Background: an optimization exercise with open tools, aiming at small area, a short achievable clock period and few clock cycles. Do not read the settings as production practice.
Where RTL was checked, it was by simulation tests only, not by an equivalence proof against the original.
No functional check of the RTL was part of run 2.

==> design.v <==
module str_sgm_row (
    input  wire        clk,
    input  wire        rst,
    input  wire        in_valid,
    output wire        in_ready,
    input  wire        in_first,
    input  wire [23:0] in_cl,
    input  wire        in_cl_ok,
    input  wire [23:0] in_cr,
    input  wire        in_cr_ok,
    input  wire [5:0]  cfg_p1,
    input  wire [9:0]  cfg_p2,
    input  wire [7:0]  cfg_conf_min,
    output wire        out_valid,
    input  wire        out_ready,
    output wire [15:0] out_d16,
    output wire [7:0]  out_conf
);
    localparam ND = 16;
    localparam W  = 11;      
    reg        in_rdy;
    reg  [2:0] owed;         
    reg        s0_v;
    reg        l_v;          
    reg  [1:0] qcnt;
    reg        q_v;          
    wire take    = in_valid && in_rdy;
    wire deliver = q_v && out_ready;
    assign in_ready  = in_rdy;
    assign out_valid = q_v;
    reg        s0_first, s0_clok, s0_crok;
    reg [23:0] s0_cl, s0_cr;
    reg [5:0]  p1;
    reg [9:0]  p2;
    reg [7:0]  cmin_row;
    always @(posedge clk) begin
        s0_first <= in_first;
        s0_clok  <= in_cl_ok;
        s0_crok  <= in_cr_ok;
        s0_cl    <= in_cl;
        s0_cr    <= in_cr;
        if (take && in_first) begin
            p1       <= cfg_p1;
            p2       <= cfg_p2;
            cmin_row <= cfg_conf_min;
        end
    end
    reg [23:0]  rc   [1:ND-1];   
    reg         rcok [1:ND-1];
    reg [W-1:0] L    [0:ND-1];   
    reg [W-1:0] smin;            
    reg [3:0]   dbest;           
    reg [3:0]   x_l;             
    reg         okx_l;           
    reg [7:0]   cmin_l;
    wire [3:0] x_s0 = s0_first ? 4'd0 : (x_l == 4'd15 ? 4'd15 : x_l + 4'd1);
    function [1:0] fa;       
        input a, b, c;
        fa = {(a & b) | (a & c) | (b & c), a ^ b ^ c};
    endfunction
    function lt;
        input [W+3:0] a, b;
        reg c;
        integer i;
        begin
            c = 1'b0;
            for (i = 0; i < W+4; i = i + 1)
                c = (~a[i] & b[i]) | (~a[i] & c) | (b[i] & c);
            lt = c;
        end
    endfunction
    function [4:0] pop24;
        input [23:0] x;
        reg [7:0] s1, c1;
        reg       sa, ca, sb, cb, sc, cc, sd, cd;
        reg [11:0] y2;
        integer i;
        begin
            for (i = 0; i < 8; i = i + 1)
                {c1[i], s1[i]} = fa(x[3*i], x[3*i+1], x[3*i+2]);
            {ca, sa} = fa(s1[0], s1[1], s1[2]);
            {cb, sb} = fa(s1[3], s1[4], s1[5]);
            {cc, sc} = fa(sa, sb, s1[6]);
            sd = sc ^ s1[7];
            cd = sc & s1[7];
            y2 = {c1, ca, cb, cc, cd};
            pop24 = {4'd0, sd} +
                    {3'd0, y2[0], 1'b0} + {3'd0, y2[1], 1'b0} + {3'd0, y2[2], 1'b0} +
                    {3'd0, y2[3], 1'b0} + {3'd0, y2[4], 1'b0} + {3'd0, y2[5], 1'b0} +
                    {3'd0, y2[6], 1'b0} + {3'd0, y2[7], 1'b0} + {3'd0, y2[8], 1'b0} +
                    {3'd0, y2[9], 1'b0} + {3'd0, y2[10], 1'b0} + {3'd0, y2[11], 1'b0};
        end
    endfunction
    wire [23:0] crv   [0:ND-1];
    wire        crokv [0:ND-1];
    assign crv[0]   = s0_cr;
    assign crokv[0] = s0_crok;
    genvar gi;
    generate
        for (gi = 1; gi < ND; gi = gi + 1) begin : g_crv
            assign crv[gi]   = rc[gi];
            assign crokv[gi] = rcok[gi];
        end
    endgenerate
    reg [4:0] cost [0:ND-1];
    integer d;
    always @* begin
        for (d = 0; d < ND; d = d + 1) begin
            if (d > x_s0 || !s0_clok || !crokv[d])
                cost[d] = 5'd24;
            else
                cost[d] = pop24(s0_cl ^ crv[d]);
        end
    end
    wire [W-1:0] A    [0:ND-1];
    wire [W-1:0] u    [0:ND-1];
    wire [W-1:0] y    [0:ND-1];
    wire [W-1:0] z    [0:ND-1];
    wire [W-1:0] Lnew [0:ND-1];
    generate
        for (gi = 0; gi < ND; gi = gi + 1) begin : g_upd
            wire [W-1:0] gn;
            wire         co_a, co_y, co_l;
            str_sgm_rca #(W) u_a (.a(L[gi]), .b({5'd0, p1}), .ci(1'b0), .s(A[gi]), .co(co_a));
            if (gi == 0) begin : g_lo
                assign gn = A[1];
            end else if (gi == ND-1) begin : g_hi
                assign gn = A[ND-2];
            end else begin : g_mid
                assign gn = lt(A[gi+1], A[gi-1]) ? A[gi+1] : A[gi-1];
            end
            assign u[gi] = lt(gn, L[gi]) ? gn : L[gi];
            str_sgm_rca #(W) u_y (.a(u[gi]), .b(~smin), .ci(1'b1), .s(y[gi]), .co(co_y));
            assign z[gi] = s0_first ? {W{1'b0}} : (lt(y[gi], {1'b0, p2}) ? y[gi] : {1'b0, p2});
            str_sgm_rca #(W) u_l (.a(z[gi]), .b({6'd0, cost[gi]}), .ci(1'b0), .s(Lnew[gi]), .co(co_l));
        end
    endgenerate
    reg [W-1:0] v1 [0:7];  reg       i1 [0:7];
    reg [W-1:0] v2 [0:3];  reg [1:0] i2 [0:3];
    reg [W-1:0] v3 [0:1];  reg [2:0] i3 [0:1];
    reg [W-1:0] nmin;
    reg [3:0]   nbest;
    integer k;
    always @* begin
        for (k = 0; k < 8; k = k + 1) begin
            i1[k] = lt(Lnew[2*k+1], Lnew[2*k]);
            v1[k] = i1[k] ? Lnew[2*k+1] : Lnew[2*k];
        end
        for (k = 0; k < 4; k = k + 1) begin
            if (lt(v1[2*k+1], v1[2*k])) begin
                v2[k] = v1[2*k+1];
                i2[k] = {1'b1, i1[2*k+1]};
            end else begin
                v2[k] = v1[2*k];
                i2[k] = {1'b0, i1[2*k]};
            end
        end
        for (k = 0; k < 2; k = k + 1) begin
            if (lt(v2[2*k+1], v2[2*k])) begin
                v3[k] = v2[2*k+1];
                i3[k] = {1'b1, i2[2*k+1]};
            end else begin
                v3[k] = v2[2*k];
                i3[k] = {1'b0, i2[2*k]};
            end
        end
        if (lt(v3[1], v3[0])) begin
            nmin  = v3[1];
            nbest = {1'b1, i3[1]};
        end else begin
            nmin  = v3[0];
            nbest = {1'b0, i3[0]};
        end
    end
    integer j;
    always @(posedge clk) begin
        if (s0_v) begin
            for (j = 0; j < ND; j = j + 1)
                L[j] <= Lnew[j];
            rc[1]   <= s0_cr;
            rcok[1] <= s0_crok;
            for (j = 2; j < ND; j = j + 1) begin
                rc[j]   <= rc[j-1];
                rcok[j] <= rcok[j-1];
            end
            smin   <= nmin;
            dbest  <= nbest;
            x_l    <= x_s0;
            okx_l  <= s0_clok && (nbest <= x_s0);
            cmin_l <= cmin_row;
        end
    end
    reg [ND-1:0] oh;
    reg [W-1:0] mk [0:ND-1];
    reg [W-1:0] w1 [0:7];
    reg [W-1:0] w2 [0:3];
    reg [W-1:0] w3 [0:1];
    reg [W-1:0] s2;
    reg [W-1:0] sm, sp;
    integer e;
    always @* begin
        for (d = 0; d < ND; d = d + 1)
            oh[d] = (dbest == d);
        for (d = 0; d < ND; d = d + 1)
            mk[d] = L[d] | {W{oh[d] | (d > 0 ? oh[d-1] : 1'b0) | (d < ND-1 ? oh[d+1] : 1'b0)}};
        for (k = 0; k < 8; k = k + 1)
            w1[k] = lt(mk[2*k+1], mk[2*k]) ? mk[2*k+1] : mk[2*k];
        for (k = 0; k < 4; k = k + 1)
            w2[k] = lt(w1[2*k+1], w1[2*k]) ? w1[2*k+1] : w1[2*k];
        for (k = 0; k < 2; k = k + 1)
            w3[k] = lt(w2[2*k+1], w2[2*k]) ? w2[2*k+1] : w2[2*k];
        s2 = lt(w3[1], w3[0]) ? w3[1] : w3[0];
        sm = {W{1'b0}};
        sp = {W{1'b0}};
        for (e = 0; e < ND; e = e + 1) begin
            if (e < ND-1) sm = sm | (L[e] & {W{oh[e+1]}});
            if (e > 0)    sp = sp | (L[e] & {W{oh[e-1]}});
        end
    end
    reg [W:0]   den, anum;
    reg         nneg;
    reg [3:0]   qoff;
    reg [4:0]   off;         
    reg [W+2:0] r1;
    reg [W+3:0] t1;
    always @* begin
        nneg = lt(sm, sp);
        anum = nneg ? {1'b0, sp} - {1'b0, sm} : {1'b0, sm} - {1'b0, sp};
        den  = {1'b0, sm} + {1'b0, sp} - {smin, 1'b0};
        r1   = {2'b0, anum} + {6'd0, den[W:4]};
        qoff = 4'd0;
        for (k = 3; k >= 0; k = k - 1) begin
            r1 = {r1[W+1:0], den[k]};
            t1 = {1'b0, r1} - {2'b0, den, 1'b0};
            if (!t1[W+3]) begin
                r1 = t1[W+2:0];
                qoff[k] = 1'b1;
            end
        end
        off = 5'd0;
        if (dbest != 4'd0 && dbest != 4'd15 && den != 0)
            off = nneg ? -{1'b0, qoff} : {1'b0, qoff};
    end
    reg [W-1:0] nhi;         
    reg [7:0]   nlo;         
    reg [W:0]   r2;
    reg [W+1:0] t2;
    reg [7:0]   q2;
    reg [7:0]   conf;
    reg [7:0]   d8;
    reg         ok;
    always @* begin
        nhi = smin - ({7'd0, smin[W-1:7]} + {10'd0, smin[6:0] != 7'd0});
        nlo = 8'd0 - {smin[6:0], 1'b0};
        r2  = {1'b0, nhi};
        q2  = 8'd0;
        for (k = 7; k >= 0; k = k - 1) begin
            r2 = {r2[W-1:0], nlo[k]};
            t2 = {1'b0, r2} - {2'b0, s2};
            if (!t2[W+1]) begin
                r2 = t2[W:0];
                q2[k] = 1'b1;
            end
        end
        if (s2 == 0)
            conf = 8'd1;
        else
            conf = ~q2 - {7'd0, r2 != 0};
        d8 = {dbest, 4'd0} + {{3{off[4]}}, off};
        ok = okx_l && (conf >= cmin_l);
    end
    wire [16:0] res = ok ? {1'b0, d8, conf} : {1'b1, 8'hFF, 8'h00};
    reg [16:0] q0, q1, q2r;
    wire push_n = l_v && (s0_v || qcnt != 2'd3);     
    wire [16:0] q0_n = (qcnt == 2'd0) ? res : q0;
    wire [16:0] q1_n = (qcnt == 2'd1) ? res : q1;
    wire [16:0] q2_n = (qcnt == 2'd2) ? res : q2r;
    wire [16:0] q0_p = (qcnt == 2'd1) ? res : q1;     
    wire [16:0] q1_p = (qcnt == 2'd2) ? res : q2r;
    wire [16:0] q2_p = (qcnt == 2'd3) ? res : q2r;
    wire [1:0]  qcnt_n = qcnt + {1'b0, push_n};
    wire [1:0]  qcnt_p = qcnt - {1'b0, !l_v};
    wire        qv_n   = (qcnt != 2'd0) || push_n;
    wire        qv_p   = (qcnt != 2'd1) || l_v;
    wire        lv_n   = s0_v || (l_v && !push_n);
    wire        lv_p   = s0_v;
    always @(posedge clk) begin
        if (deliver) begin
            q0  <= q0_p;
            q1  <= q1_p;
            q2r <= q2_p;
        end else begin
            q0  <= q0_n;
            q1  <= q1_n;
            q2r <= q2_n;
        end
    end
    always @(posedge clk) begin
        if (rst) begin
            in_rdy <= 1'b1;
            owed   <= 3'd0;
            s0_v   <= 1'b0;
            l_v    <= 1'b0;
            qcnt   <= 2'd0;
            q_v    <= 1'b0;
        end else begin
            s0_v <= take;
            l_v  <= deliver ? lv_p : lv_n;
            qcnt <= deliver ? qcnt_p : qcnt_n;
            q_v  <= deliver ? qv_p : qv_n;
            case ({take, deliver})
                2'b10:   owed <= owed + 3'd1;
                2'b01:   owed <= owed - 3'd1;
                default: owed <= owed;
            endcase
            case (owed)
                3'd0, 3'd1, 3'd2: in_rdy <= 1'b1;
                3'd3:             in_rdy <= !take || deliver;
                default:          in_rdy <= deliver;
            endcase
        end
    end
    assign out_d16  = {{8{q0[16]}}, q0[15:8]};
    assign out_conf = q0[7:0];
endmodule
module str_sgm_rca #(
    parameter N = 11
) (
    input  wire [N-1:0] a,
    input  wire [N-1:0] b,
    input  wire         ci,
    output wire [N-1:0] s,
    output wire         co
);
    wire [N:0] c;
    assign c[0] = ci;
    genvar i;
    generate
        for (i = 0; i < N; i = i + 1) begin : g_bit
            assign s[i]   = a[i] ^ b[i] ^ c[i];
            assign c[i+1] = (a[i] & b[i]) | (a[i] & c[i]) | (b[i] & c[i]);
        end
    endgenerate
    assign co = c[N];
endmodule
==> run.sh <==
#!/bin/bash
# synth_recipe.tcl (not shown) runs the flow's synth.tcl, then flattens the netlist and writes it again
# the make line also repeats each setting of config.mk as NAME=value (left out here)
make -C /OpenROAD-flow-scripts/flow DESIGN_CONFIG=/design/flow/config.mk WORK_HOME=/design/flow/orfs CLKGATE_MAP_FILE= SYNTH_SCRIPT=/design/flow/synth_recipe.tcl finish
==> config.mk <==
export PLATFORM = sky130hd
export DESIGN_NAME = str_sgm_row
export DESIGN_NICKNAME = str_sgm_row
export VERILOG_FILES = /design/flow/design.v
export SDC_FILE = /design/flow/constraint.sdc
export NUM_CORES = 4
export LEC_CHECK = 0
export CAP_MARGIN = 20
export CORE_MARGIN = 2
export CORE_UTILIZATION = 40
export SLEW_MARGIN = 20
==> constraint.sdc <==
create_clock -name core_clock -period 180.0 [get_ports {clk}]
set_input_delay 36.0000 -clock core_clock [delete_from_list [all_inputs] [get_ports {clk}]]
set_output_delay 36.0000 -clock core_clock [all_outputs]
set_load 0.01 [all_outputs]
==> results.py, run 1 <==
metrics = {
    "route": {
        "first_pass_iters": 7,
        "drtIter0Drc": 7133,
        "wire_per_inst_um": 26.88,
        "ant_nets": 0,
        "vias": 66072,
        "drt-total-wl_mm": 297.2,
        "drc_errors": 0,
        "viasPerCell": 5.976,
    },
    "cells_and_area": {
        "fill_cells": 19060,
        "final_area_um2": 86990,
        "final_cell_mix": "879 x inv_1, 637 x edfxtp_1, 604 x a21oi_1",
        "layout_commonest_cell": "inv_1",
        "nNetsFinal": 9534,
        "drive_above_1_share_pct": 7.909,
        "syn_to_final_growth_pct": 8.702,
    },
    "clocking": {
        "clockBufferDepth": 3,
        "clock_sinks": 714,
        "clk_latency_ns": 0.77,
        "cts_root_buf": "clkbuf_16",
        "cts_setup_buffers": 0,
        "cts_tree": "yes",
        "clk_pin_slew_ns": 0.05,
        "ctsHoldBuffers": 0,
        "cts-buffers-inserted": 89,
        "htree_num_levels": 3,
        "cts_resized": 0,
    },
    "timing": {
        "fin_skew_ns": 0.06525,
        "min_period_over_period_pct": 21.14,
        "max_slew_margin_pct": 17.23,
        "min_period_ns": 38.05,
        "fin_ws_ns": 141.95,
        "tns_ns": 0,
        "grt_setup_unrepaired": "false",
        "worst_pin_slew_ns": 1.210,
        "finalMaxSlewViolations": 0,
        "max_freq_mhz": 26.28,
        "setup_violations": 0,
        "finalHoldViolCount": 0,
    },
    "critical_path": {
        "critPathArrivalTime_ns": 38.63,
        "critical_path_class": "in2reg",
        "endpoint_kind": "register",
        "start_kind": "primary input",
        "crit_required_ns": 180.58,
        "worstPathMaxFanout": 41,
    },
    "synth": {
        "yosys_warnings": 29,
        "syn_area_per_cell_um2": 9.601,
        "synth_seq_area_share_pct": 25.83,
        "yosys.area.top_type_share_pct": 23.90,
        "yosys.area.top_type": "edfxtp_1",
        "netlist_area_um2": 80030,
        "synth_edf_count": 637,
        "synth-seq-cells": 714,
        "synthFlopType": "edfxtp_1",
        "syn-num-nets": 9548,
        "synth.distinct_cells": 126,
        "synth.area.top_cells": "edfxtp_1 24%, fa_1 15%, ha_1 8.3%, xnor2_1 4.2%, inv_1 4.1%",
        "syn_inst": 8336,
        "async_flop_share_pct": 0,
    },
    "grt": {
        "met1_usage_pct": 36.85,
        "grt_pass1_wl_mm": 435.7,
        "grt_busiest_layer": "met2",
        "use_met3_pct": 5.938,
        "antenna_found_initial": 5,
        "grtUsageMet2_pct": 45.10,
        "track_usage_pct": 28.66,
        "grt.overflow.total": 0,
        "grt_max_degree": 188,
        "grt_pass1_vias": 65339,
    },
    "placed_design": {
        "dp_hpwl_mm": 237.0,
        "dp_worst_setup_slack_ns": 141.19,
        "gp_congestion": 1.041,
        "port_buffers": 104,
        "place_area_um2": 83980,
    },
    "hold_path": {
        "hp-class": "reg2reg",
    },
    "floorplanning": {
        "die_w_um": 451.3,
        "dieArea_um2": 203700,
        "rows": 164,
        "io_pins": 105,
        "initial_utilization_pct": 40.17,
        "die_height_um": 451.3,
        "core_area_um2": 199200,
    },
    "run_status": {
        "outcome": "timing/DRC/antenna clean",
    },
    "job": {
        "cap_viol_max_count": 0,
    },
}
## registers in the layout (all words and copies together), names as in the netlist, 2 cells and up
name,flops
L,176
cmin_l,8
cmin_row,8
dbest,4
owed,3
p1,6
p2,10
q0,17
q1,17
q2r,17
qcnt,2
rc,360
rcok,15
s0_cl,24
s0_cr,24
smin,11
x_l,4
## logic make-up after synthesis
family                   synth area share [%]
buffers and inverters                   6.574
adder cells (fa/ha/maj)                 28.28
multiplexers                            4.734
XOR/XNOR                                6.566
AO/OA/AOI/OAI                           18.65
flip-flops                              25.83
AND/OR/NAND/NOR                         9.376
## synthesized netlist by cell type, drive strengths merged, types with 132 or more instances
| cell | number |
|---|---|
| o21ai | 509 |
| mux2 | 139 |
| ha | 530 |
| edfxtp | 637 |
| mux2i | 215 |
| nand2 | 539 |
| clkbuf | 286 |
| xnor2 | 385 |
| inv | 886 |
| xor2 | 215 |
| maj3 | 381 |
| o22ai | 132 |
| nor2 | 441 |
| fa | 603 |
| a21oi | 612 |
## stage by stage
| stage | cells | utilization (%) | hold slack, ns |
|---|---|---|---|
| CTS | 11052 | 43.65 | 0.4334 |
| detailed placement | 10887 | 42.15 | 0.4064 |
| finish | 11056 | 43.66 | 0.4288 |
| global route | 11054 | 43.66 | 0.4410 |
| global placement | 10887 | 42.15 | 0.4218 |
| floorplan | 8336 | - | 0.4003 |
## layer usage
metal / wire (um) / vias up
met3: 24510 / 691
met5: 152 / -
met1: 122300 / 32428
met2: 131600 / 3089
li1: - / 29860
met4: 18640 / 4
## final timing paths
check | from | to | slack [ns] | cells after the start
worst max-delay path | out_ready | q1[2] | 141.95 | 10
worst min-delay path | cmin_row[7] | cmin_l[7] | 0.43 | 0
worst max register to register | dbest[2] | q1[2] | 143.65 | 151
worst min register to register | cmin_row[7] | cmin_l[7] | 0.43 | 0
## area by class of cell
cell class	count	area (um^2)	area share, %
antenna	4	10.01	0.01151
clock buffer	113	2421	2.783
clock inverter	52	580.6	0.6673
inverter	890	3342	3.842
multi-input combinational	6329	54110	62.20
sequential	714	20680	23.77
tap	2656	3323	3.820
timing repair buffer	298	2526	2.904
## critical path, cell delays in order
cell and delay, ns:
clkdlybuf4s50_1 0.45, and2_1 0.12, buf_4 0.39, inv_2 0.35
nor2_1 0.51, nand2_1 0.35, o21ai_0 0.18, a221oi_1 0.10
nand2_1 0.10, o31ai_1 0.06
Testbench counts, summed over its fixed seeds: cycles 4,780.
==> run 2: changes to the inputs <==
--- a/design.v
+++ b/design.v
@@ -23,5 +23,4 @@
     reg        s0_v;
     reg        l_v;          
-    reg  [1:0] qcnt;
     reg        q_v;          
     wire take    = in_valid && in_rdy;
@@ -70,4 +69,19 @@
         end
     endfunction
+    function [W+4:0] radd;
+        input [W+3:0] a, b;
+        input         ci;
+        reg           c;
+        reg [W+3:0]   sum;
+        integer       i;
+        begin
+            c = ci;
+            for (i = 0; i < W+4; i = i + 1) begin
+                sum[i] = a[i] ^ b[i] ^ c;
+                c = (a[i] & b[i]) | (a[i] & c) | (b[i] & c);
+            end
+            radd = {c, sum};
+        end
+    endfunction
     function [4:0] pop24;
         input [23:0] x;
@@ -219,18 +233,25 @@
     end
     reg [W:0]   den, anum;
+    reg [W-1:0] shi, slo;
+    reg [W+4:0] sum2, t1;
     reg         nneg;
     reg [3:0]   qoff;
     reg [4:0]   off;         
     reg [W+2:0] r1;
-    reg [W+3:0] t1;
     always @* begin
         nneg = lt(sm, sp);
-        anum = nneg ? {1'b0, sp} - {1'b0, sm} : {1'b0, sm} - {1'b0, sp};
-        den  = {1'b0, sm} + {1'b0, sp} - {smin, 1'b0};
-        r1   = {2'b0, anum} + {6'd0, den[W:4]};
+        shi  = nneg ? sp : sm;
+        slo  = nneg ? sm : sp;
+        t1   = radd({4'd0, shi}, ~{4'd0, slo}, 1'b1);
+        anum = t1[W:0];
+        sum2 = radd({4'd0, sm}, {4'd0, sp}, 1'b0);
+        t1   = radd(sum2[W+3:0], ~{3'd0, smin, 1'b0}, 1'b1);
+        den  = t1[W:0];
+        t1   = radd({3'd0, anum}, {7'd0, den[W:4]}, 1'b0);
+        r1   = t1[W+2:0];
         qoff = 4'd0;
         for (k = 3; k >= 0; k = k - 1) begin
             r1 = {r1[W+1:0], den[k]};
-            t1 = {1'b0, r1} - {2'b0, den, 1'b0};
+            t1 = radd({1'b0, r1}, ~{2'd0, den, 1'b0}, 1'b1);
             if (!t1[W+3]) begin
                 r1 = t1[W+2:0];
@@ -271,28 +292,17 @@
     end
     wire [16:0] res = ok ? {1'b0, d8, conf} : {1'b1, 8'hFF, 8'h00};
-    reg [16:0] q0, q1, q2r;
-    wire push_n = l_v && (s0_v || qcnt != 2'd3);     
-    wire [16:0] q0_n = (qcnt == 2'd0) ? res : q0;
-    wire [16:0] q1_n = (qcnt == 2'd1) ? res : q1;
-    wire [16:0] q2_n = (qcnt == 2'd2) ? res : q2r;
-    wire [16:0] q0_p = (qcnt == 2'd1) ? res : q1;     
-    wire [16:0] q1_p = (qcnt == 2'd2) ? res : q2r;
-    wire [16:0] q2_p = (qcnt == 2'd3) ? res : q2r;
-    wire [1:0]  qcnt_n = qcnt + {1'b0, push_n};
-    wire [1:0]  qcnt_p = qcnt - {1'b0, !l_v};
-    wire        qv_n   = (qcnt != 2'd0) || push_n;
-    wire        qv_p   = (qcnt != 2'd1) || l_v;
-    wire        lv_n   = s0_v || (l_v && !push_n);
-    wire        lv_p   = s0_v;
+    reg [16:0] head;
+    reg [16:0] fb [0:1];
+    reg        wp, rp;
+    reg [1:0]  nw;           
+    wire push  = l_v && (s0_v || nw != 2'd2);
+    wire hload = out_ready || !q_v;
+    wire fpop  = hload && nw != 2'd0;
+    wire fpush = push && !(hload && nw == 2'd0);
     always @(posedge clk) begin
-        if (deliver) begin
-            q0  <= q0_p;
-            q1  <= q1_p;
-            q2r <= q2_p;
-        end else begin
-            q0  <= q0_n;
-            q1  <= q1_n;
-            q2r <= q2_n;
-        end
+        if (push)
+            fb[wp] <= res;
+        if (hload)
+            head <= (nw != 2'd0) ? fb[rp] : res;
     end
     always @(posedge clk) begin
@@ -302,11 +312,19 @@
             s0_v   <= 1'b0;
             l_v    <= 1'b0;
-            qcnt   <= 2'd0;
             q_v    <= 1'b0;
+            nw     <= 2'd0;
+            wp     <= 1'b0;
+            rp     <= 1'b0;
         end else begin
             s0_v <= take;
-            l_v  <= deliver ? lv_p : lv_n;
-            qcnt <= deliver ? qcnt_p : qcnt_n;
-            q_v  <= deliver ? qv_p : qv_n;
+            l_v  <= s0_v || (l_v && !push);
+            q_v  <= !hload || nw != 2'd0 || push;
+            if (fpush) wp <= !wp;
+            if (fpop)  rp <= !rp;
+            case ({fpush, fpop})
+                2'b10:   nw <= nw + 2'd1;
+                2'b01:   nw <= nw - 2'd1;
+                default: nw <= nw;
+            endcase
             case ({take, deliver})
                 2'b10:   owed <= owed + 3'd1;
@@ -321,6 +339,6 @@
         end
     end
-    assign out_d16  = {{8{q0[16]}}, q0[15:8]};
-    assign out_conf = q0[7:0];
+    assign out_d16  = {{8{head[16]}}, head[15:8]};
+    assign out_conf = head[7:0];
 endmodule
 module str_sgm_rca #(
--- a/config.mk
+++ b/config.mk
@@ -8,4 +8,5 @@
 export CAP_MARGIN = 20
 export CORE_MARGIN = 2
-export CORE_UTILIZATION = 40
+export CORE_UTILIZATION = 60
+export CTS_BUF_LIST = sky130_fd_sc_hd__clkbuf_4 sky130_fd_sc_hd__clkbuf_8
 export SLEW_MARGIN = 20
==> run 2 against run 1 <==
Effect of this change:
- register-to-register slack gained 0.69 ns
- global-route usage rose by 12 points
- maximum frequency increased by 0.39%
- final area fell by 3.2%
- clock skew down 0.0066 ns
- clock-buffer cell count is 63 higher
- non-clock buffer count down 23
- largest cell class unchanged
- worst hold slack lost 0.0030 ns
- critical endpoint is now out_d16[9]
- die area down 34%
- utilization grew 21 points
==> results.py, run 2 <==
metrics = {
    "critical_path": {
        "endpoint": "out_d16[9]",
        "worst-path-buf-inv": 1,
        "r2r_start": "dbest[0]",
        "crit_required_ns": 144.00,
        "reg2reg_depth": 145,
        "rrSetupSlack_ns": 144.34,
        "endpoint_kind": "output port",
        "slowest_stage": "clkdlybuf4s50_1",
        "path_depth": 1,
        "slowest_delay_ns": 0.58,
        "worstPathMaxFanout": 8,
        "crit_family": "buffers and inverters",
        "critical_path_class": "reg2out",
        "crit_start": "head[16]",
        "critPathArrivalTime_ns": 1.90,
        "crit_chain": "clkdlybuf4s50_1",
        "r2r_end": "head[8]",
        "start_kind": "register",
    },
    "clocking": {
        "cts_root_buf": "clkbuf_8",
        "htree_num_levels": 4,
        "clock_sinks": 717,
        "clk_latency_ns": 0.90,
        "cts-buffers-inserted": 130,
        "cts_resized": 0,
        "cts_tree": "yes",
        "ctsHoldBuffers": 0,
        "cts_setup_buffers": 0,
        "clockBufferDepth": 3,
        "clk_pin_slew_ns": 0.06,
    },
    "timing": {
        "min_period_over_period_pct": 21.06,
        "fin_skew_ns": 0.05863,
        "finalHoldViolCount": 0,
        "grt_setup_unrepaired": "false",
        "worst_pin_slew_ns": 1.227,
        "min_period_ns": 37.90,
        "holdWs_ns": 0.4258,
        "setup_violations": 0,
        "tns_ns": 0,
        "max_freq_mhz": 26.39,
        "finalMaxSlewViolations": 0,
        "max_slew_margin_pct": 17.91,
    },
    "placed_design": {
        "port_buffers": 104,
        "gp_congestion": 1.066,
        "place_area_um2": 81390,
        "dp_hpwl_mm": 220.0,
    },
    "synth": {
        "synth_common_cells": "815 x inv_1, 654 x edfxtp_1, 646 x fa_1",
        "syn-num-nets": 9245,
        "synth_seq_area_share_pct": 26.61,
        "syn_inst": 8047,
        "synth.area.top_cells": "edfxtp_1 25%, fa_1 16%, ha_1 7.5%, maj3_1 4.2%, xnor2_1 4.1%",
        "synth.distinct_cells": 116,
        "synth-seq-cells": 717,
        "yosys.area.top_type_share_pct": 25.01,
        "yosys.area.top_type": "edfxtp_1",
        "synthFlopType": "edfxtp_1",
        "netlist_area_um2": 78540,
        "yosys_warnings": 29,
        "synth_edf_count": 654,
        "syn_area_per_cell_um2": 9.760,
        "async_flop_share_pct": 0,
        "yosysMostFrequentCell": "inv_1",
    },
    "floorplanning": {
        "rows": 132,
        "die_height_um": 365.8,
        "core_area_um2": 129600,
        "dieArea_um2": 133800,
        "die_w_um": 365.8,
        "io_pins": 105,
        "initial_utilization_pct": 60.58,
    },
    "cells_and_area": {
        "final_area_um2": 84230,
        "top_regs": "rc x360, L x176, fb x34",
        "syn_to_final_growth_pct": 7.252,
        "final_cell_mix": "815 x inv_1, 654 x edfxtp_1, 646 x fa_1",
        "regMostFlops": "rc",
        "drive_above_1_share_pct": 8.162,
        "nNetsFinal": 9236,
        "largest_reg_flops": 360,
        "layout_commonest_cell": "inv_1",
    },
    "job": {
        "cap_viol_max_count": 0,
    },
    "route": {
        "first_pass_iters": 7,
        "ant_nets": 0,
        "wire_per_inst_um": 27.77,
        "drc_errors": 0,
        "viasPerCell": 6.650,
        "drt-total-wl_mm": 274.4,
        "drtIter0Drc": 8247,
        "vias": 65713,
    },
    "grt": {
        "grt_max_degree": 91,
        "antenna_found_initial": 5,
        "grt_pass1_vias": 65027,
        "grt.overflow.total": 0,
        "track_usage_pct": 40.35,
        "grt_pass1_wl_mm": 405.1,
    },
    "run_status": {
        "outcome": "timing/DRC/antenna clean",
    },
    "hold_path": {
        "hp-class": "reg2reg",
    },
}
## run 2: cell type report
class                   instances  area, um^2
diodes                          4       10.01
clock buffers                 176        2160
clock inverters                53       621.8
fillers                     10523       45420
inverters                     816        3063
multi-input cells            6098       52960
flip-flops and latches        717       20910
well taps                    1742        2180
repair buffers                275        2325
## run 2: cell families (layout without fill, tap and decap cells)
| family | after synthesis | after routing | synth area share, % |
|---|---|---|---|
| other cells | 0 | 4 | 0 |
| xor+xnor | 571 | 571 | 6.368 |
| buf+inv | 1232 | 1320 | 6.142 |
| flops | 717 | 717 | 26.61 |
| compound gates | 2081 | 2081 | 17.50 |
| fa+ha+maj | 1473 | 1473 | 28.55 |
| mux | 388 | 388 | 5.183 |
| simple gates | 1585 | 1585 | 9.650 |
## run 2: through the flow
| step | setup WS [ns] | util [%] | std cells |
|---|---|---|---|
| after floorplan | 142.23 | - | 8047 |
| after CTS | 142.03 | 64.93 | 9874 |
| final | 142.10 | 64.97 | 9881 |
| after global placement | 141.34 | 62.77 | 9644 |
| after global routing | 141.98 | 64.96 | 9878 |
| after detailed placement | 141.31 | 62.78 | 9645 |
## run 2: worst register-to-register path: cells and delay by family (launching register included)
| kind | cells | cell delay [ns] |
|---|---|---|
| AND/OR/NAND/NOR | 37 | 8.21 |
| adder cells (fa/ha/maj) | 11 | 4.14 |
| flip-flops | 1 | 0.38 |
| buffers and inverters | 4 | 1.17 |
| AO/OA/AOI/OAI | 82 | 17.14 |
| XOR/XNOR | 1 | 0.14 |
| multiplexers | 10 | 4.30 |
## run 2: worst min-delay path by stage
stage | startpoint | end | slack [ns] | cells after the start
4_1_cts | cmin_row[4] | cmin_l[4] | 0.43 | 0
6_report | cmin_row[4] | cmin_l[4] | 0.43 | 0
3_5_place_dp | cmin_row[4] | cmin_l[4] | 0.41 | 0
3_3_place_gp | cmin_row[4] | cmin_l[4] | 0.42 | 0
5_1_grt | cmin_row[5] | cmin_l[5] | 0.45 | 0
2_1_floorplan | cmin_row[0] | cmin_l[0] | 0.40 | 0
## run 2: routing by layer
layer	vias up	wire [um]	global-route usage, %
met3	900	31260	11.03
met4	4	18950	24.10
li1	28823	-	-
met2	3940	119200	60.86
met5	-	20	0
met1	32046	104900	52.01
==> run 3: changes to the inputs <==
--- a/design.v
+++ b/design.v
@@ -69,39 +69,33 @@
         end
     endfunction
-    function [W+4:0] radd;
-        input [W+3:0] a, b;
-        input         ci;
-        reg           c;
-        reg [W+3:0]   sum;
-        integer       i;
-        begin
-            c = ci;
-            for (i = 0; i < W+4; i = i + 1) begin
-                sum[i] = a[i] ^ b[i] ^ c;
-                c = (a[i] & b[i]) | (a[i] & c) | (b[i] & c);
-            end
-            radd = {c, sum};
-        end
-    endfunction
     function [4:0] pop24;
         input [23:0] x;
         reg [7:0] s1, c1;
-        reg       sa, ca, sb, cb, sc, cc, sd, cd;
-        reg [11:0] y2;
+        reg [1:0] s2, c2;
+        reg       s3, c3, b0, c4;
+        reg [3:0] s5, c5;
+        reg       s6, c6, b1, c7;
+        reg [1:0] s8, c8;
+        reg       b2, c9, b3, b4;
         integer i;
         begin
             for (i = 0; i < 8; i = i + 1)
                 {c1[i], s1[i]} = fa(x[3*i], x[3*i+1], x[3*i+2]);
-            {ca, sa} = fa(s1[0], s1[1], s1[2]);
-            {cb, sb} = fa(s1[3], s1[4], s1[5]);
-            {cc, sc} = fa(sa, sb, s1[6]);
-            sd = sc ^ s1[7];
-            cd = sc & s1[7];
-            y2 = {c1, ca, cb, cc, cd};
-            pop24 = {4'd0, sd} +
-                    {3'd0, y2[0], 1'b0} + {3'd0, y2[1], 1'b0} + {3'd0, y2[2], 1'b0} +
-                    {3'd0, y2[3], 1'b0} + {3'd0, y2[4], 1'b0} + {3'd0, y2[5], 1'b0} +
-                    {3'd0, y2[6], 1'b0} + {3'd0, y2[7], 1'b0} + {3'd0, y2[8], 1'b0} +
-                    {3'd0, y2[9], 1'b0} + {3'd0, y2[10], 1'b0} + {3'd0, y2[11], 1'b0};
+            {c2[0], s2[0]} = fa(s1[0], s1[1], s1[2]);
+            {c2[1], s2[1]} = fa(s1[3], s1[4], s1[5]);
+            {c3, s3} = fa(s2[0], s2[1], s1[6]);
+            b0 = s3 ^ s1[7];
+            c4 = s3 & s1[7];
+            for (i = 0; i < 4; i = i + 1)
+                {c5[i], s5[i]} = fa(c1[2*i], c1[2*i+1], i < 2 ? c2[i] : (i == 2 ? c3 : c4));
+            {c6, s6} = fa(s5[0], s5[1], s5[2]);
+            b1 = s6 ^ s5[3];
+            c7 = s6 & s5[3];
+            {c8[0], s8[0]} = fa(c5[0], c5[1], c5[2]);
+            {c8[1], s8[1]} = fa(c5[3], c6, c7);
+            b2 = s8[0] ^ s8[1];
+            c9 = s8[0] & s8[1];
+            {b4, b3} = fa(c8[0], c8[1], c9);
+            pop24 = {b4, b3, b2, b1, b0};
         end
     endfunction
@@ -127,4 +121,5 @@
         end
     end
+    wire [W-1:0] p2e = s0_first ? {W{1'b0}} : {1'b0, p2};
     wire [W-1:0] A    [0:ND-1];
     wire [W-1:0] u    [0:ND-1];
@@ -146,5 +141,5 @@
             assign u[gi] = lt(gn, L[gi]) ? gn : L[gi];
             str_sgm_rca #(W) u_y (.a(u[gi]), .b(~smin), .ci(1'b1), .s(y[gi]), .co(co_y));
-            assign z[gi] = s0_first ? {W{1'b0}} : (lt(y[gi], {1'b0, p2}) ? y[gi] : {1'b0, p2});
+            assign z[gi] = lt(y[gi], p2e) ? y[gi] : p2e;
             str_sgm_rca #(W) u_l (.a(z[gi]), .b({6'd0, cost[gi]}), .ci(1'b0), .s(Lnew[gi]), .co(co_l));
         end
@@ -206,10 +201,11 @@
     end
     reg [ND-1:0] oh;
-    reg [W-1:0] mk [0:ND-1];
-    reg [W-1:0] w1 [0:7];
-    reg [W-1:0] w2 [0:3];
-    reg [W-1:0] w3 [0:1];
+    reg [ND-1:0] ok0;            
+    reg [W-1:0] w1 [0:7];  reg ok1 [0:7];
+    reg [W-1:0] w2 [0:3];  reg ok2 [0:3];
+    reg [W-1:0] w3 [0:1];  reg ok3 [0:1];
     reg [W-1:0] s2;
     reg [W-1:0] sm, sp;
+    reg         pb;
     integer e;
     always @* begin
@@ -217,12 +213,22 @@
             oh[d] = (dbest == d);
         for (d = 0; d < ND; d = d + 1)
-            mk[d] = L[d] | {W{oh[d] | (d > 0 ? oh[d-1] : 1'b0) | (d < ND-1 ? oh[d+1] : 1'b0)}};
-        for (k = 0; k < 8; k = k + 1)
-            w1[k] = lt(mk[2*k+1], mk[2*k]) ? mk[2*k+1] : mk[2*k];
-        for (k = 0; k < 4; k = k + 1)
-            w2[k] = lt(w1[2*k+1], w1[2*k]) ? w1[2*k+1] : w1[2*k];
-        for (k = 0; k < 2; k = k + 1)
-            w3[k] = lt(w2[2*k+1], w2[2*k]) ? w2[2*k+1] : w2[2*k];
-        s2 = lt(w3[1], w3[0]) ? w3[1] : w3[0];
+            ok0[d] = !(oh[d] | (d > 0 ? oh[d-1] : 1'b0) | (d < ND-1 ? oh[d+1] : 1'b0));
+        for (k = 0; k < 8; k = k + 1) begin
+            pb     = !ok0[2*k] || (ok0[2*k+1] && lt(L[2*k+1], L[2*k]));
+            w1[k]  = pb ? L[2*k+1] : L[2*k];
+            ok1[k] = ok0[2*k] | ok0[2*k+1];
+        end
+        for (k = 0; k < 4; k = k + 1) begin
+            pb     = !ok1[2*k] || (ok1[2*k+1] && lt(w1[2*k+1], w1[2*k]));
+            w2[k]  = pb ? w1[2*k+1] : w1[2*k];
+            ok2[k] = ok1[2*k] | ok1[2*k+1];
+        end
+        for (k = 0; k < 2; k = k + 1) begin
+            pb     = !ok2[2*k] || (ok2[2*k+1] && lt(w2[2*k+1], w2[2*k]));
+            w3[k]  = pb ? w2[2*k+1] : w2[2*k];
+            ok3[k] = ok2[2*k] | ok2[2*k+1];
+        end
+        pb = !ok3[0] || (ok3[1] && lt(w3[1], w3[0]));
+        s2 = pb ? w3[1] : w3[0];
         sm = {W{1'b0}};
         sp = {W{1'b0}};
@@ -232,31 +238,29 @@
         end
     end
-    reg [W:0]   den, anum;
-    reg [W-1:0] shi, slo;
-    reg [W+4:0] sum2, t1;
-    reg         nneg;
-    reg [3:0]   qoff;
-    reg [4:0]   off;         
-    reg [W+2:0] r1;
-    always @* begin
-        nneg = lt(sm, sp);
-        shi  = nneg ? sp : sm;
-        slo  = nneg ? sm : sp;
-        t1   = radd({4'd0, shi}, ~{4'd0, slo}, 1'b1);
-        anum = t1[W:0];
-        sum2 = radd({4'd0, sm}, {4'd0, sp}, 1'b0);
-        t1   = radd(sum2[W+3:0], ~{3'd0, smin, 1'b0}, 1'b1);
-        den  = t1[W:0];
-        t1   = radd({3'd0, anum}, {7'd0, den[W:4]}, 1'b0);
-        r1   = t1[W+2:0];
-        qoff = 4'd0;
-        for (k = 3; k >= 0; k = k - 1) begin
-            r1 = {r1[W+1:0], den[k]};
-            t1 = radd({1'b0, r1}, ~{2'd0, den, 1'b0}, 1'b1);
-            if (!t1[W+3]) begin
-                r1 = t1[W+2:0];
-                qoff[k] = 1'b1;
-            end
+    wire         nneg = lt(sm, sp);
+    wire [W-1:0] shi  = nneg ? sp : sm;
+    wire [W-1:0] slo  = nneg ? sm : sp;
+    wire [W-1:0] adif;
+    wire [W-1:0] ssum;
+    wire [W:0]   den;
+    wire [W+2:0] r1   [0:4];
+    wire [3:0]   qoff;
+    wire         co_ad, co_ss, co_dn, co_r1;
+    str_sgm_rca #(W)   u_ad (.a(shi), .b(~slo), .ci(1'b1), .s(adif), .co(co_ad));
+    str_sgm_rca #(W)   u_ss (.a(sm), .b(sp), .ci(1'b0), .s(ssum), .co(co_ss));
+    str_sgm_rca #(W+1) u_dn (.a({co_ss, ssum}), .b(~{smin, 1'b0}), .ci(1'b1), .s(den), .co(co_dn));
+    str_sgm_rca #(W+3) u_r1 (.a({3'd0, adif}), .b({7'd0, den[W:4]}), .ci(1'b0), .s(r1[0]), .co(co_r1));
+    generate
+        for (gi = 0; gi < 4; gi = gi + 1) begin : g_sub
+            wire [W+2:0] sh = {r1[gi][W+1:0], den[3-gi]};
+            wire [W+2:0] df;
+            wire         nb;     
+            str_sgm_rca #(W+3) u_st (.a(sh), .b(~{1'b0, den, 1'b0}), .ci(1'b1), .s(df), .co(nb));
+            assign qoff[3-gi] = nb;
+            assign r1[gi+1]   = nb ? df : sh;
         end
+    endgenerate
+    reg [4:0] off;           
+    always @* begin
         off = 5'd0;
         if (dbest != 4'd0 && dbest != 4'd15 && den != 0)
==> flow/run.sh (new file) <==
#!/bin/bash
# The standard layout, with one change: the buffers that buffer_ports
# puts on the input and output ports are buf_2 cells rather than the slow
# delay cell it picks by default. The make output (every tool's full log
# also stays under orfs/logs) goes to standard_flow.log here.
set -euo pipefail
export BUFFER_PORTS_ARGS="-buffer_cell sky130_fd_sc_hd__buf_2"
bash standard.sh > standard_flow.log 2>&1
==> standard.sh (new file) <==
#!/bin/bash
# synth_recipe.tcl (not shown) runs the flow's synth.tcl, then flattens the netlist and writes it again
# the make line also repeats each setting of config.mk as NAME=value (left out here)
make -C /OpenROAD-flow-scripts/flow DESIGN_CONFIG=/design/flow/config.mk WORK_HOME=/design/flow/orfs CLKGATE_MAP_FILE= SYNTH_SCRIPT=/design/flow/synth_recipe.tcl "${@:-finish}"
--- a/config.mk
+++ b/config.mk
@@ -8,5 +8,4 @@
 export CAP_MARGIN = 20
 export CORE_MARGIN = 2
-export CORE_UTILIZATION = 60
-export CTS_BUF_LIST = sky130_fd_sc_hd__clkbuf_4 sky130_fd_sc_hd__clkbuf_8
+export CORE_UTILIZATION = 40
 export SLEW_MARGIN = 20
removed: run.sh
==> run 3 against run 2 <==
Effect of this change:
- global-route usage down 12 points
- flip-flop and latch count did not move
- final area shrank 2.8%
- utilization is 21 points lower
- highest routed layer is now met4
- final cell count is 3.5% higher
- still clean
- synthesized area fell by 4.2%
- worst hold slack improved by 0.0048 ns
- sequential share of layout area rose by 0.70 points
- non-clock buffer count down 4
- synthesized cell count fell by 5.3%
==> results.py, run 3 <==
metrics = {
    "synth": {
        "syn_inst": 7617,
        "synthFlopType": "edfxtp_1",
        "synth-seq-cells": 717,
        "netlist_area_um2": 75260,
        "synth_edf_count": 654,
        "synth.distinct_cells": 113,
        "yosys.area.top_type_share_pct": 26.09,
        "syn_area_per_cell_um2": 9.881,
        "yosys.area.top_type": "edfxtp_1",
        "syn-num-nets": 8749,
        "synth.area.top_cells": "edfxtp_1 26%, fa_1 18%, ha_1 6.5%, inv_1 4.7%, maj3_1 4.1%",
        "yosys_warnings": 33,
        "synth_seq_area_share_pct": 27.77,
        "async_flop_share_pct": 0,
        "yosysMostFrequentCell": "inv_1",
        "synth_common_cells": "939 x inv_1, 662 x fa_1, 654 x edfxtp_1",
    },
    "clocking": {
        "htree_num_levels": 3,
        "cts_root_buf": "clkbuf_16",
        "clk_latency_ns": 0.78,
        "ctsHoldBuffers": 0,
        "cts_setup_buffers": 0,
        "clk_pin_slew_ns": 0.06,
        "cts_tree": "yes",
        "cts_resized": 0,
        "cts-buffers-inserted": 88,
        "clock_sinks": 717,
        "clockBufferDepth": 3,
    },
    "critical_path": {
        "crit_required_ns": 180.62,
        "start_kind": "primary input",
        "reg2reg_depth": 145,
        "critPathArrivalTime_ns": 37.98,
        "critical_path_class": "in2reg",
        "endpoint_kind": "register",
        "worstPathMaxFanout": 20,
    },
    "placed_design": {
        "port_buffers": 104,
        "gp_congestion": 1.061,
        "dp_hpwl_mm": 223.2,
        "dp.cells": 10054,
    },
    "timing": {
        "tns_ns": 0,
        "finalMaxSlewViolations": 0,
        "max_freq_mhz": 26.76,
        "grt_setup_unrepaired": "false",
        "min_period_over_period_pct": 20.76,
        "finalHoldViolCount": 0,
        "min_period_ns": 37.37,
        "max_slew_margin_pct": 27.11,
        "setup_violations": 0,
        "fin_skew_ns": 0.08119,
        "worst_pin_slew_ns": 1.086,
    },
    "cells_and_area": {
        "regMostFlops": "rc",
        "top_regs": "rc x360, L x176, fb x34",
        "stdcell_count": 10222,
        "syn_to_final_growth_pct": 8.809,
        "final_cell_mix": "936 x inv_1, 662 x fa_1, 654 x edfxtp_1",
        "fill_cells": 17840,
        "largest_reg_flops": 360,
        "finish.utilization_pct": 43.70,
        "layout_commonest_cell": "inv_1",
        "drive_above_1_share_pct": 8.881,
        "nNetsFinal": 8784,
    },
    "floorplanning": {
        "initial_utilization_pct": 40.16,
        "core_area_um2": 187400,
        "rows": 159,
        "dieArea_um2": 191600,
        "die_height_um": 437.8,
        "die_w_um": 437.8,
        "io_pins": 105,
    },
    "hold_path": {
        "hold_depth": 0,
        "hp-class": "reg2reg",
    },
    "grt": {
        "grt_max_degree": 210,
        "grt.overflow.total": 0,
        "grt_pass1_wl_mm": 403.9,
        "track_usage_pct": 28.58,
        "grt_pass1_vias": 59465,
        "antenna_found_initial": 5,
    },
    "route": {
        "first_pass_iters": 13,
        "wire_per_inst_um": 27.15,
        "drc_errors": 0,
        "drtIter0Drc": 6742,
        "drt-total-wl_mm": 277.5,
        "viasPerCell": 5.863,
        "ant_nets": 0,
        "vias": 59932,
    },
    "run_status": {
        "outcome": "timing/DRC/antenna clean",
    },
    "job": {
        "cap_viol_max_count": 0,
    },
}
-- run 3: layout make-up --
type	instances	area (um^2)	share of cell area, %
inverters	941	3532	4.313
multi-input cells	5633	49610	60.57
flip-flops and latches	717	20900	25.53
repair buffers	271	1817	2.218
well taps	2495	3122	3.812
clock buffers	118	2407	2.940
clock inverters	44	499.2	0.6096
diodes	3	7.507	0.009167
-- run 3: final timing paths --
kind / startpoint / end / slack, ns
worst max-delay path: out_ready / nw[1] / 142.63
worst min-delay path: cmin_row[1] / cmin_l[1] / 0.43
worst max register to register: dbest[2] / head[1] / 145.55
worst min register to register: cmin_row[1] / cmin_l[1] / 0.43
-- run 3: cells by family (layout without fill, tap and decap cells) --
family / count (synthesis) / in the layout / synth area share (%)
mux: 440 / 440 / 6.116
compound gates: 1753 / 1753 / 15.06
simple gates: 1489 / 1489 / 9.336
buf+inv: 1267 / 1374 / 6.482
other cells: 0 / 3 / 0
flops: 717 / 717 / 27.77
xor+xnor: 542 / 542 / 6.307
fa+ha+maj: 1409 / 1409 / 28.92
-- run 3: stage by stage --
step / area [um^2] / setup WS (ns) / hold WS, ns
2_1_floorplan: 75260 / 142.25 / 0.4003
3_3_place_gp: 78930 / 141.90 / 0.4231
3_5_place_dp: 78930 / 141.96 / 0.4071
4_1_cts: 81840 / 142.64 / 0.4384
5_1_grt: 81890 / 142.47 / 0.4451
6_report: 81890 / 142.63 / 0.4306
-- run 3: metal layers --
| layer | track usage, % | vias to the layer above | share of wire [%] |
|---|---|---|---|
| met1 | 37.26 | 29566 | 41 |
| met4 | 16.02 | 0 | 6.8 |
| met5 | 0 | - | 0 |
| met2 | 44.55 | 2912 | 44 |
| li1 | - | 26794 | - |
| met3 | 5.543 | 660 | 8.0 |
-- run 3: worst max-delay path: stages --
cell      delay, ns
buf_2          0.08
nand2b_1       0.64
o21ai_0        0.14
o21ai_0        0.30
ha_1           0.32
or3_1          0.36
a21oi_1        0.14
Testbench counts of run 3, summed over its fixed seeds: cycles 4,780.
==> run 4: changes to the inputs <==
==> run.sh (new file) <==
#!/bin/bash
# synth_recipe.tcl (not shown) runs the flow's synth.tcl, then flattens the netlist and writes it again
# the make line also repeats each setting of config.mk as NAME=value (left out here)
make -C /OpenROAD-flow-scripts/flow DESIGN_CONFIG=/design/flow/config.mk WORK_HOME=/design/flow/orfs CLKGATE_MAP_FILE= SYNTH_SCRIPT=/design/flow/synth_recipe.tcl finish
--- a/config.mk
+++ b/config.mk
@@ -6,4 +6,5 @@
 export NUM_CORES = 4
 export LEC_CHECK = 0
+export ABC_AREA = 1
 export CAP_MARGIN = 20
 export CORE_MARGIN = 2
removed: flow/run.sh
removed: standard.sh
==> run 4 against run 3 <==
Effect of this change:
- still clean
- sequential share of layout area up 0.78 points
- die area down 3.3%
- setup slack worse by 0.36 ns
- global-route usage is 1.9 points higher
- first-iteration DRC count rose by 6.8%
- synthesized area is 3.4% lower
- flip-flop and latch count stayed put
- register-to-register slack better by 2.5 ns
- clock skew decreased by 0.047 ns
==> results.py, run 4 <==
metrics = {
    "run_status": {
        "outcome": "timing/DRC/antenna clean",
    },
    "critical_path": {
        "endpoint_kind": "output port",
        "crit_chain": "clkdlybuf4s50_1",
        "critical_path_class": "reg2out",
        "slowest_delay_ns": 0.59,
        "start_kind": "register",
        "worstPathMaxFanout": 8,
        "critPathArrivalTime_ns": 1.73,
        "worst-path-buf-inv": 1,
        "crit_family": "buffers and inverters",
        "slowest_stage": "clkdlybuf4s50_1",
        "crit_required_ns": 144.00,
    },
    "grt": {
        "grt.overflow.total": 0,
        "antenna_found_initial": 6,
        "grt_max_degree": 88,
        "grt_pass1_wl_mm": 413.1,
        "grt_pass1_vias": 60232,
        "track_usage_pct": 30.52,
    },
    "synth": {
        "syn_inst": 8670,
        "synthFlopType": "edfxtp_1",
        "synth_common_cells": "1,981 x nand2_1, 1,538 x inv_1, 788 x o21ai_0",
        "synthXorXnorAreaFrac_pct": 6.273,
        "synth_edf_count": 654,
        "syn-num-nets": 9802,
        "syn_area_per_cell_um2": 8.390,
        "synth_fa_ha_area_share_pct": 25.12,
        "synth.distinct_cells": 62,
        "yosys_warnings": 33,
        "synth_compound_area_share_pct": 15.30,
        "yosysMostFrequentCell": "nand2_1",
        "synth.area.top_cells": "edfxtp_1 27%, fa_1 18%, nand2_1 10%, inv_1 7.9%, ha_1 6.7%",
        "synth_seq_area_share_pct": 28.73,
        "synth_mux_area_share_pct": 0.1806,
        "synth_top_family_by_area": "adder cells",
        "synth-simple-area-share_pct": 14.40,
        "netlist_area_um2": 72740,
        "yosys.area.top_type": "edfxtp_1",
        "synth-seq-cells": 717,
        "async_flop_share_pct": 0,
        "yosys.area.top_type_share_pct": 27.00,
    },
    "cells_and_area": {
        "top_regs": "rc x360, L x176, fb x34",
        "regMostFlops": "rc",
        "largest_reg_flops": 360,
        "final_cell_mix": "1,979 x nand2_1, 1,534 x inv_1, 781 x o21ai_0",
        "layout_commonest_cell": "nand2_1",
        "drive_above_1_share_pct": 4.531,
        "syn_to_final_growth_pct": 9.237,
        "final_area_um2": 79460,
        "nNetsFinal": 9847,
    },
    "timing": {
        "max_freq_mhz": 26.51,
        "max_slew_margin_pct": 18.78,
        "worst_pin_slew_ns": 1.188,
        "finalHoldViolCount": 0,
        "min_period_over_period_pct": 20.96,
        "fin_ws_ns": 142.27,
        "tns_ns": 0,
        "holdWs_ns": 0.4382,
        "fin_skew_ns": 0.03413,
        "min_period_ns": 37.73,
        "finalMaxSlewViolations": 0,
        "setup_violations": 0,
        "grt_setup_unrepaired": "false",
    },
    "clocking": {
        "clk_latency_ns": 0.71,
        "ctsHoldBuffers": 0,
        "clk_pin_slew_ns": 0.06,
        "clockBufferDepth": 3,
        "cts_root_buf": "clkbuf_16",
        "clock_sinks": 717,
        "cts-buffers-inserted": 82,
        "htree_num_levels": 3,
        "cts_tree": "yes",
        "cts_resized": 0,
        "cts_setup_buffers": 0,
    },
    "placed_design": {
        "place_area_um2": 76600,
        "gp_congestion": 1.069,
        "dp_worst_setup_slack_ns": 141.87,
        "dp_hpwl_mm": 235.6,
        "port_buffers": 104,
    },
    "route": {
        "vias": 62666,
        "viasPerCell": 5.618,
        "ant_nets": 0,
        "wire_per_inst_um": 25.73,
        "drc_errors": 0,
        "drtIter0Drc": 7198,
        "first_pass_iters": 7,
        "drt-total-wl_mm": 287.0,
    },
    "floorplanning": {
        "io_pins": 105,
        "core_area_um2": 180700,
        "die_w_um": 430.4,
        "initial_utilization_pct": 40.25,
        "rows": 156,
        "die_height_um": 430.4,
        "dieArea_um2": 185300,
    },
    "job": {
        "cap_viol_max_count": 0,
    },
    "hold_path": {
        "hp-class": "reg2reg",
    },
}
## run 4: cell count changes after synthesis, sizes merged, moves of 208 or more
| cell | previous run | this run |
|---|---|---|
| a21oi | 435 | 193 |
| inv | 940 | 1582 |
| maj3 | 356 | 13 |
| mux2i | 294 | 12 |
| nand2 | 479 | 2010 |
| o21ai | 492 | 880 |
| o221ai | 19 | 227 |
## run 4: path summary, 6_finish.rpt
kind,startpoint,end,slack [ns],cells past startpoint
setup / recovery,head[16],out_d16[14],142.27,1
hold / removal,cmin_row[6],cmin_l[6],0.44,0
setup reg to reg,dbest[1],head[2],148.02,177
hold reg to reg,cmin_row[6],cmin_l[6],0.44,0
## run 4: cell families after synthesis
| logic type | count (synthesis) |
|---|---|
| XOR/XNOR | 521 |
| adder cells (fa/ha/maj) | 1066 |
| flip-flops | 717 |
| AND/OR/NAND/NOR | 2630 |
| multiplexers | 13 |
| AO/OA/AOI/OAI | 1832 |
| buffers and inverters | 1891 |
## run 4: routing by layer
layer	wire length [um]	share of wire [%]	vias up	global-route usage, %
met5	31	0.011	-	0
met4	15520	5.4	4	14.43
met3	24430	8.5	559	5.948
met2	128400	45	2930	48.04
met1	118700	41	30538	40.45
li1	-	-	28635	-
## run 4: per-stage QoR
| step | util (%) | cells |
|---|---|---|
| after detailed placement | 42.38 | 10997 |
| after floorplan | - | 8670 |
| final | 43.96 | 11155 |
| after global placement | 42.38 | 10997 |
| after CTS | 43.92 | 11149 |
| after global routing | 43.96 | 11153 |
## run 4: area by class of cell
| cell class | count | area [um^2] |
|---|---|---|
| antenna | 2 | 5.005 |
| clock buffer | 111 | 2330 |
| clock inverter | 41 | 460.4 |
| fill | 17796 | 101300 |
| inverter | 1597 | 5995 |
| multi-input combinational | 6062 | 44610 |
| sequential | 717 | 20900 |
| tap | 2370 | 2965 |
| timing repair buffer | 255 | 2192 |
==> run 5: changes to the inputs <==
--- a/config.mk
+++ b/config.mk
@@ -6,5 +6,4 @@
 export NUM_CORES = 4
 export LEC_CHECK = 0
-export ABC_AREA = 1
 export CAP_MARGIN = 20
 export CORE_MARGIN = 2
==> run 5 against run 4 <==
Effect of this change:
- maximum frequency about the same
- flip-flop and latch count is the same
- utilization barely moved
- final area up 3.7%
- synthesized cell count is 12% lower
- still clean on timing, DRC and antenna
- synthesized area increased by 3.5%
- clock skew increased by 0.063 ns
- worst hold slack got worse by 0.023 ns
- register-to-register slack worse by 3.0 ns
- non-clock buffer count up 16
==> results.py, run 5 <==
metrics = {
    "critical_path": {
        "worst-path-buf-inv": 1,
        "start_kind": "register",
        "slowest_stage": "clkdlybuf4s50_1",
        "critical_path_class": "reg2out",
        "path_depth": 1,
        "worstPathMaxFanout": 8,
        "critPathArrivalTime_ns": 1.75,
        "crit_family": "buffers and inverters",
        "crit_start": "head[16]",
        "r2r_start": "dbest[1]",
        "endpoint_kind": "output port",
        "reg2reg_depth": 147,
        "crit_required_ns": 144.00,
        "slowest_delay_ns": 0.58,
        "rrSetupSlack_ns": 145.04,
        "crit_chain": "clkdlybuf4s50_1",
        "r2r_end": "head[7]",
    },
    "timing": {
        "min_period_ns": 37.75,
        "max_slew_margin_pct": 23.33,
        "finalHoldViolCount": 0,
        "tns_ns": 0,
        "fin_skew_ns": 0.09673,
        "worst_pin_slew_ns": 1.146,
        "finalMaxSlewViolations": 0,
        "max_freq_mhz": 26.49,
        "grt_setup_unrepaired": "false",
        "min_period_over_period_pct": 20.97,
        "holdWs_ns": 0.4150,
        "fin_ws_ns": 142.25,
        "setup_violations": 0,
    },
    "cells_and_area": {
        "regMostFlops": "rc",
        "final_area_um2": 82430,
        "largest_reg_flops": 360,
        "fill_cells": 17841,
        "final_cell_mix": "935 x inv_1, 662 x fa_1, 654 x edfxtp_1",
        "top_regs": "rc x360, L x176, fb x34",
        "nNetsFinal": 8785,
        "drive_above_1_share_pct": 7.765,
        "layout_commonest_cell": "inv_1",
        "syn_to_final_growth_pct": 9.527,
        "seq_area_um2": 20900,
        "multi_input_area_um2": 49610,
    },
    "route": {
        "ant_nets": 0,
        "drtIter0Drc": 6539,
        "drt-total-wl_mm": 277.2,
        "first_pass_iters": 10,
        "drc_errors": 0,
        "viasPerCell": 5.852,
        "vias": 59828,
        "wire_per_inst_um": 27.11,
    },
    "clocking": {
        "clockBufferDepth": 3,
        "cts_tree": "yes",
        "clk_latency_ns": 0.80,
        "ctsHoldBuffers": 0,
        "cts_resized": 0,
        "clock_sinks": 717,
        "htree_num_levels": 3,
        "cts_root_buf": "clkbuf_16",
        "clk_pin_slew_ns": 0.09,
        "cts-buffers-inserted": 89,
        "cts_setup_buffers": 0,
    },
    "synth": {
        "synth_seq_area_share_pct": 27.77,
        "synth-seq-cells": 717,
        "synth_edf_count": 654,
        "synth_common_cells": "939 x inv_1, 662 x fa_1, 654 x edfxtp_1",
        "synth.area.top_cells": "edfxtp_1 26%, fa_1 18%, ha_1 6.5%, inv_1 4.7%, maj3_1 4.1%",
        "yosys.area.top_type_share_pct": 26.09,
        "yosys.area.top_type": "edfxtp_1",
        "synthFlopType": "edfxtp_1",
        "syn-num-nets": 8749,
        "yosys_warnings": 33,
        "syn_inst": 7617,
        "yosysMostFrequentCell": "inv_1",
        "async_flop_share_pct": 0,
        "synth.distinct_cells": 113,
        "syn_area_per_cell_um2": 9.881,
        "netlist_area_um2": 75260,
    },
    "grt": {
        "grt_pass1_vias": 59641,
        "track_usage_pct": 28.59,
        "grt_max_degree": 171,
        "antenna_found_initial": 6,
        "grt_pass1_wl_mm": 404.4,
        "grt.overflow.total": 0,
    },
    "hold_path": {
        "hold_start": "in_rdy",
        "hp-class": "reg2reg",
        "hold_depth": 2,
        "min_to": "s0_v",
    },
    "floorplanning": {
        "die_w_um": 437.8,
        "core_area_um2": 187400,
        "initial_utilization_pct": 40.16,
        "die_height_um": 437.8,
        "rows": 159,
        "dieArea_um2": 191600,
        "io_pins": 105,
    },
    "placed_design": {
        "dp_worst_setup_slack_ns": 141.53,
        "dp_hpwl_mm": 222.5,
        "port_buffers": 104,
        "gp_congestion": 1.053,
        "place_area_um2": 79470,
    },
    "job": {
        "cap_viol_max_count": 0,
    },
    "run_status": {
        "outcome": "timing/DRC/antenna clean",
    },
}
==> run 5: changes by cell type after synthesis, moves of 111 or more <==
cell	before	now
o21ai_0	788	456
inv_1	1538	939
nand3_1	225	103
nor2_1	308	419
nand2_1	1981	479
o22ai_1	264	91
mux2_2	1	142
mux2i_1	12	292
a22oi_1	9	134
o221ai_1	227	18
a21oi_1	191	433
maj3_1	13	307
==> run 5: layer usage <==
metal	up-vias	part of all wire, %	track usage, %
met5	-	0.020	0
met4	8	6.7	16.39
met3	697	8.5	5.697
met2	2964	44	44.35
met1	29352	41	37.21
li1	26807	-	-
==> run 5: layout make-up <==
cell class	count	share of cell area, %
Multi-Input combinational cell	5633	60.19
Sequential cell	717	25.36
Inverter	941	4.285
Tap cell	2495	3.787
Clock buffer	105	2.875
Timing Repair Buffer	271	2.799
Clock inverter	60	0.7043
Antenna cell	2	0.006071
==> run 5: worst max path at each step <==
stage | to | slack (ns)
after floorplan | nw[1] | 142.25
after global routing | head[1] | 141.99
final | out_d16[8] | 142.25
after global placement | nw[1] | 141.45
after detailed placement | nw[1] | 141.53
after CTS | out_d16[8] | 142.19
==> run 5: cell families after synthesis <==
logic type	Yosys count	synth area share, %
AO/OA/AOI/OAI	1753	15.06
buffers and inverters	1267	6.482
flip-flops	717	27.77
AND/OR/NAND/NOR	1489	9.336
adder cells (fa/ha/maj)	1409	28.92
XOR/XNOR	542	6.307
multiplexers	440	6.116
==> run 5: metrics by stage <==
| stage | std cells | utilization, % |
|---|---|---|
| global route | 10222 | 43.99 |
| finish | 10224 | 43.99 |
| global placement | 10057 | 42.40 |
| detailed placement | 10057 | 42.41 |
| CTS | 10222 | 43.98 |
| floorplan | 7617 | - |

==> static timing again, ports no longer ideal <==
The flow's constraints put no driver on any port. The routed layouts listed below were extracted and timed again, unchanged, in two steps.
Step 1 sets driving cells, clkbuf_16 on the clock port and buf_2 on the other inputs (assumed; they add their load-dependent delay and slew).
Step 2 moves the port delays by t, midway between the first and last clock arrival at a register: inputs arrive t later, outputs are due t later. That takes back most of the time a late clock gives input paths.
Slacks: no drivers / after step 1 / after step 2; pairs: no drivers / after step 1.
run	t, ns	setup slack, ns	hold slack, ns	worst setup path after step 2
run 1	0.830	141.952 / 142.014 / 141.184	0.429 / 0.429 / 0.429	input to register
run 2	0.949	142.100 / 142.017 / 141.250	0.426 / 0.426 / 0.426	input to register
run 3	0.808	142.633 / 142.611 / 141.884	0.431 / 0.431 / 0.431	input to register
run 4	0.775	142.272 / 142.190 / 141.845	0.438 / 0.438 / 0.438	input to register
run 5	0.838	142.252 / 142.166 / 141.495	0.415 / 0.415 / 0.415	input to register
After both steps setup and hold are still met in every run listed. For run 2, which loses most, drivers alone change the setup slack by -0.083 ns; drivers and shift together by -0.850 ns.
